Background: an optimization exercise with open tools, aiming at small area and a short achievable clock period. Do not read the settings as production practice.
In this exercise RTL edits were held to simulation tests only and were not proved equivalent to the original.
Power and IR drop assume default switching activity.

==> v30 <==
==> flow/design.v <==
module tcam_match16 (
    input  wire        clk,
    input  wire        rst,           
    input  wire        wr_en,
    input  wire [3:0]  wr_idx,
    input  wire [79:0] wr_data,
    input  wire [79:0] wr_mask,
    input  wire [15:0] wr_prio,
    input  wire        wr_valid,
    input  wire        wr_in_a,
    input  wire        wr_in_b,
    input  wire        rd_en,
    input  wire [3:0]  rd_idx,
    output reg         rd_ack,
    output reg  [79:0] rd_data,
    output reg  [79:0] rd_mask,
    output reg  [15:0] rd_prio,
    output reg         rd_valid,
    output reg         rd_in_a,
    output reg         rd_in_b,
    input  wire        lk_en,
    input  wire [79:0] lk_key,
    input  wire        lk_neg,
    input  wire [1:0]  lk_range_map,
    output reg         res_valid,
    output reg         res_hit,
    output reg         res_multi,
    output reg  [15:0] res_prio,
    output reg  [8:0]  res_count,
    output reg  [3:0]  res_entry
);
    localparam N = 16;
    reg [79:0] t_data  [0:N-1];
    reg [79:0] t_mask  [0:N-1];
    reg [15:0] t_prio  [0:N-1];
    reg [N-1:0] t_valid, t_in_a, t_in_b, t_wrote, t_wrap0, t_wrap1;
    reg        pw_en;
    reg [3:0]  pw_idx;
    reg [15:0] pw_lo0, pw_hi0, pw_lo1, pw_hi1, pw_prio;
    always @(posedge clk) begin
        pw_en  <= wr_en && !rst;
        pw_idx <= wr_idx;
        pw_lo0 <= wr_data[39:24];
        pw_hi0 <= wr_mask[39:24];
        pw_lo1 <= wr_data[79:64];
        pw_hi1 <= wr_mask[79:64];
        pw_prio <= wr_prio;
    end
    wire pw_wrap0 = cmp16(pw_lo0, pw_hi0, 1'b0);
    wire pw_wrap1 = cmp16(pw_lo1, pw_hi1, 1'b0);
    wire [N-1:0] wrap0, wrap1;     
    genvar g;
    generate
        for (g = 0; g < N; g = g + 1) begin : row
            wire we = wr_en && (wr_idx == g);
            wire pw = pw_en && (pw_idx == g);
            assign wrap0[g] = pw ? pw_wrap0 : t_wrap0[g];
            assign wrap1[g] = pw ? pw_wrap1 : t_wrap1[g];
            always @(posedge clk) begin
                if (we) begin
                    t_data[g]  <= wr_data;
                    t_mask[g]  <= wr_mask;
                    t_prio[g]  <= wr_prio;
                    t_in_a[g]  <= wr_in_a;
                    t_in_b[g]  <= wr_in_b;
                end
                t_wrap0[g] <= wrap0[g];
                t_wrap1[g] <= wrap1[g];
                if (rst) begin
                    t_valid[g] <= 1'b0;
                    t_wrote[g] <= 1'b0;
                end else if (we) begin
                    t_valid[g] <= wr_valid;
                    t_wrote[g] <= 1'b1;
                end
            end
        end
    endgenerate
    reg [178:0] rd_mux;
    integer r;
    always @(*) begin
        rd_mux = 179'd0;
        for (r = 0; r < N; r = r + 1)
            if (rd_idx == r && t_wrote[r])
                rd_mux = rd_mux | {t_data[r], t_mask[r], t_prio[r], t_valid[r], t_in_a[r], t_in_b[r]};
    end
    always @(posedge clk) begin
        rd_ack <= rd_en && !rst;
        {rd_data, rd_mask, rd_prio, rd_valid, rd_in_a, rd_in_b} <= rd_mux;
    end
    reg        s1_valid;
    reg [79:0] s1_key;
    reg        s1_neg;
    reg [1:0]  s1_rmap;
    always @(posedge clk) begin
        s1_valid <= lk_en && !rst;
        s1_key   <= lk_key;
        s1_neg   <= lk_neg;
        s1_rmap  <= lk_range_map;
    end
    function cmp16;
        input [15:0] a;
        input [15:0] b;
        input        eq_res;
        reg   [15:0] df, rr;
        integer s, j;
        begin
            df = a ^ b;
            rr = a;
            for (s = 1; s < 16; s = s * 2)
                for (j = 0; j < 16; j = j + 2 * s) begin
                    rr[j + 2*s - 1] = df[j + 2*s - 1] ? rr[j + 2*s - 1] : rr[j + s - 1];
                    df[j + 2*s - 1] = df[j + 2*s - 1] | df[j + s - 1];
                end
            cmp16 = df[15] ? rr[15] : eq_res;
        end
    endfunction
    function ge16r;
        input [15:0] a;
        input [15:0] b;
        reg          c;
        integer j;
        begin
            c = 1'b1;
            for (j = 0; j < 16; j = j + 1)
                c = (a[j] ^ b[j]) ? a[j] : c;
            ge16r = c;
        end
    endfunction
    function half_match;
        input [39:0] key;
        input [39:0] d;
        input [39:0] m;
        input        wrap;
        input        is_range;
        reg   [39:0] mis;
        reg          ge, le, in_range;
        begin
            mis = (key ^ d) & m;
            ge  = ge16r(key[39:24], d[39:24]);
            le  = ge16r(m[39:24], key[39:24]);
            in_range = wrap ? (ge | le) : (ge & le);
            half_match = (mis[7:0] == 8'd0) &&
                         (is_range ? in_range : (mis[39:8] == 32'd0));
        end
    endfunction
    wire [N-1:0] hit_vec;
    generate
        for (g = 0; g < N; g = g + 1) begin : cmp
            wire h0 = half_match(s1_key[39:0],  t_data[g][39:0],  t_mask[g][39:0],  wrap0[g], s1_rmap[0]);
            wire h1 = half_match(s1_key[79:40], t_data[g][79:40], t_mask[g][79:40], wrap1[g], s1_rmap[1]);
            assign hit_vec[g] = t_valid[g] && (s1_neg ? t_in_b[g] : t_in_a[g]) && h0 && h1;
        end
    endgenerate
    reg  [5:0]  ob [0:3];     
    wire [15:0] gq [0:3];
    wire [3:0]  wbg;
    generate
        for (g = 0; g < 4; g = g + 1) begin : gqm
            assign gq[g] = t_prio[{pw_idx[3:2], g[1:0]}];
            assign wbg[g] = cmp16(pw_prio, gq[g], pw_idx[1:0] < g);
        end
    endgenerate
    wire [3:0]  gh;           
    wire [15:0] gp [0:3];     
    wire [1:0]  gi [0:3];     
    generate
        for (g = 0; g < 4; g = g + 1) begin : grp
            wire [3:0] h = hit_vec[4*g +: 4];
            wire [15:0] p0 = t_prio[4*g], p1 = t_prio[4*g+1],
                        p2 = t_prio[4*g+2], p3 = t_prio[4*g+3];
            wire sel = pw_en && (pw_idx[3:2] == g);
            wire [3:0] pp;
            assign pp[0] = sel && (pw_idx[1:0] == 2'd0);
            assign pp[1] = sel && (pw_idx[1:0] == 2'd1);
            assign pp[2] = sel && (pw_idx[1:0] == 2'd2);
            assign pp[3] = sel && (pw_idx[1:0] == 2'd3);
            wire b01 = pp[0] ? wbg[1] : pp[1] ? !wbg[0] : ob[g][0];
            wire b02 = pp[0] ? wbg[2] : pp[2] ? !wbg[0] : ob[g][1];
            wire b03 = pp[0] ? wbg[3] : pp[3] ? !wbg[0] : ob[g][2];
            wire b12 = pp[1] ? wbg[2] : pp[2] ? !wbg[1] : ob[g][3];
            wire b13 = pp[1] ? wbg[3] : pp[3] ? !wbg[1] : ob[g][4];
            wire b23 = pp[2] ? wbg[3] : pp[3] ? !wbg[2] : ob[g][5];
            always @(posedge clk) ob[g] <= {b23, b13, b12, b03, b02, b01};
            wire [3:0] w;
            assign w[0] = h[0] & (!h[1] |  b01) & (!h[2] |  b02) & (!h[3] |  b03);
            assign w[1] = h[1] & (!h[0] | !b01) & (!h[2] |  b12) & (!h[3] |  b13);
            assign w[2] = h[2] & (!h[0] | !b02) & (!h[1] | !b12) & (!h[3] |  b23);
            assign w[3] = h[3] & (!h[0] | !b03) & (!h[1] | !b13) & (!h[2] | !b23);
            assign gh[g] = |h;
            assign gp[g] = ({16{w[0]}} & p0) | ({16{w[1]}} & p1) |
                           ({16{w[2]}} & p2) | ({16{w[3]}} & p3);
            assign gi[g] = {w[2] | w[3], w[1] | w[3]};
        end
    endgenerate
    wire c01 = cmp16(gp[0], gp[1], 1'b1), c02 = cmp16(gp[0], gp[2], 1'b1);
    wire c03 = cmp16(gp[0], gp[3], 1'b1), c12 = cmp16(gp[1], gp[2], 1'b1);
    wire c13 = cmp16(gp[1], gp[3], 1'b1), c23 = cmp16(gp[2], gp[3], 1'b1);
    wire [3:0] gw;
    assign gw[0] = gh[0] & (!gh[1] |  c01) & (!gh[2] |  c02) & (!gh[3] |  c03);
    assign gw[1] = gh[1] & (!gh[0] | !c01) & (!gh[2] |  c12) & (!gh[3] |  c13);
    assign gw[2] = gh[2] & (!gh[0] | !c02) & (!gh[1] | !c12) & (!gh[3] |  c23);
    assign gw[3] = gh[3] & (!gh[0] | !c03) & (!gh[1] | !c13) & (!gh[2] | !c23);
    wire [15:0] best_prio = ({16{gw[0]}} & gp[0]) | ({16{gw[1]}} & gp[1]) |
                            ({16{gw[2]}} & gp[2]) | ({16{gw[3]}} & gp[3]);
    wire [3:0]  best_idx  = ({4{gw[0]}} & {2'd0, gi[0]}) | ({4{gw[1]}} & {2'd1, gi[1]}) |
                            ({4{gw[2]}} & {2'd2, gi[2]}) | ({4{gw[3]}} & {2'd3, gi[3]});
    wire [1:0] c1 [0:7];
    wire [2:0] c2 [0:3];
    wire [3:0] c3 [0:1];
    wire [N-1:0] hv = hit_vec;
    generate
        for (g = 0; g < 8; g = g + 1) begin : pc1
            assign c1[g] = {1'b0, hv[2*g]} + {1'b0, hv[2*g+1]};
        end
        for (g = 0; g < 4; g = g + 1) begin : pc2
            assign c2[g] = {1'b0, c1[2*g]} + {1'b0, c1[2*g+1]};
        end
        for (g = 0; g < 2; g = g + 1) begin : pc3
            assign c3[g] = {1'b0, c2[2*g]} + {1'b0, c2[2*g+1]};
        end
    endgenerate
    wire [4:0] count = {1'b0, c3[0]} + {1'b0, c3[1]};
    wire [7:0] a1, m1;
    wire [3:0] a2, m2;
    wire [1:0] a3, m3;
    generate
        for (g = 0; g < 8; g = g + 1) begin : mt1
            assign a1[g] = hv[2*g] | hv[2*g+1];
            assign m1[g] = hv[2*g] & hv[2*g+1];
        end
        for (g = 0; g < 4; g = g + 1) begin : mt2
            assign a2[g] = a1[2*g] | a1[2*g+1];
            assign m2[g] = m1[2*g] | m1[2*g+1] | (a1[2*g] & a1[2*g+1]);
        end
        for (g = 0; g < 2; g = g + 1) begin : mt3
            assign a3[g] = a2[2*g] | a2[2*g+1];
            assign m3[g] = m2[2*g] | m2[2*g+1] | (a2[2*g] & a2[2*g+1]);
        end
    endgenerate
    wire any_hit   = a3[0] | a3[1];
    wire multi_hit = m3[0] | m3[1] | (a3[0] & a3[1]);
    always @(posedge clk) begin
        res_valid <= s1_valid && !rst;
        res_hit   <= any_hit;
        res_multi <= multi_hit;
        res_prio  <= best_prio;
        res_count <= {4'd0, count};
        res_entry <= best_idx;
    end
endmodule
==> flow/run.sh <==
#!/bin/bash
# synth_recipe.tcl (not shown) runs the flow's synth.tcl, then flattens the netlist and writes it again
# the make line also repeats each setting of config.mk as NAME=value (left out here)
make -C /OpenROAD-flow-scripts/flow DESIGN_CONFIG=/design/flow/config.mk WORK_HOME=/design/flow/orfs CLKGATE_MAP_FILE= SYNTH_SCRIPT=/design/flow/synth_recipe.tcl finish
==> flow/config.mk <==
export PLATFORM = sky130hd
export DESIGN_NAME = tcam_match16
export DESIGN_NICKNAME = tcam_match16
export VERILOG_FILES = /design/flow/design.v
export SDC_FILE = /design/flow/constraint.sdc
export NUM_CORES = 4
export LEC_CHECK = 0
export CAP_MARGIN = 40
export CORE_MARGIN = 2
export CORE_UTILIZATION = 40
export SLEW_MARGIN = 40
==> flow/constraint.sdc <==
create_clock -name core_clock -period 44.0 [get_ports {clk}]
set_input_delay 8.8000 -clock core_clock [delete_from_list [all_inputs] [get_ports {clk}]]
set_output_delay 8.8000 -clock core_clock [all_outputs]
set_load 0.01 [all_outputs]
==> v9: changes against v30 <==
==> flow/flow/run.sh (new file) <==
#!/bin/bash
# Standard synthesis, then the standard layout steps with repair_timing
# aimed at a setup slack margin (so it works on paths well inside the
# 44 ns period), and buf_2 port buffers that repair may resize.
set -euo pipefail
bash standard.sh synth > synth.log 2>&1
bash standard.sh SETUP_SLACK_MARGIN=33.6 TNS_END_PERCENT=10 \
    "BUFFER_PORTS_ARGS=-buffer_cell sky130_fd_sc_hd__buf_2" finish > layout.log 2>&1
==> flow/standard.sh (new file) <==
#!/bin/bash
# synth_recipe.tcl (not shown) runs the flow's synth.tcl, then flattens the netlist and writes it again
# the make line also repeats each setting of config.mk as NAME=value (left out here)
make -C /OpenROAD-flow-scripts/flow DESIGN_CONFIG=/design/flow/config.mk WORK_HOME=/design/flow/orfs CLKGATE_MAP_FILE= SYNTH_SCRIPT=/design/flow/synth_recipe.tcl "${@:-finish}"
removed: flow/run.sh
==> notes.md <==
| item | v9 | v30 |
|---|---|---|
| Run status | complete, no violations | complete, no violations |
| Switch share | 0.2725 | 0.2692 |
| Via/cell ratio | 7.409 | 7.351 |
| Cells on worst reg2reg path | 22 | 21 |
| Data buffer area share | 0.04104 | 0.04960 |
| Overall Power | 7563 uW | 7630 uW |
| Via count of the first global-routing pass | 120900 | 120600 |
| Total inserted antenna cells | 114 | 115 |
| Number of combinational gates with multiple inputs | 7363 | 7351 |
| Area taken by multi-input logic gates | 0.05905 sq mm | 0.05869 sq mm |
| M1 WL | 345500 microns | 337600 microns |
| Highest net fanout along the worst path | 26 | 48 |
| Vias post-DR | 133700 | 132700 |
| Setup Buffers After CTS | 10 | 0 |
| Data required time at the worst endpoint | 44.80 ns | 44.65 ns |

[port drivers added, routing unchanged]
No port has a modelled driver above. Below, the same layouts with a new extraction and two added sets of constraints. Step 1, drivers: a clkbuf_16 drives clk and a buf_2 each remaining input, both assumed. Step 2 also shifts input and output timing later by t, the mid clock arrival at the registers, as if the neighbouring blocks saw the same clock. a / b / c = ideal ports / drivers / drivers and shift; a / b = the first two.
run	t (ns)	slack for setup (ns)	hold WS [ns]	worst register clock-pin slew, ns	worst data-port slew with drivers (ns)
v30	1.147	31.734 / 31.833 / 30.686	0.447 / 0.447 / 0.447	0.08 / 0.08	0.37
v9	1.170	33.193 / 33.213 / 32.138	0.445 / 0.445 / 0.445	0.07 / 0.07	0.25
After both steps every run listed still meets setup and hold. The setup slack of v9, which loses most, moves by +0.020 ns with the drivers and by -1.055 ns with both steps.
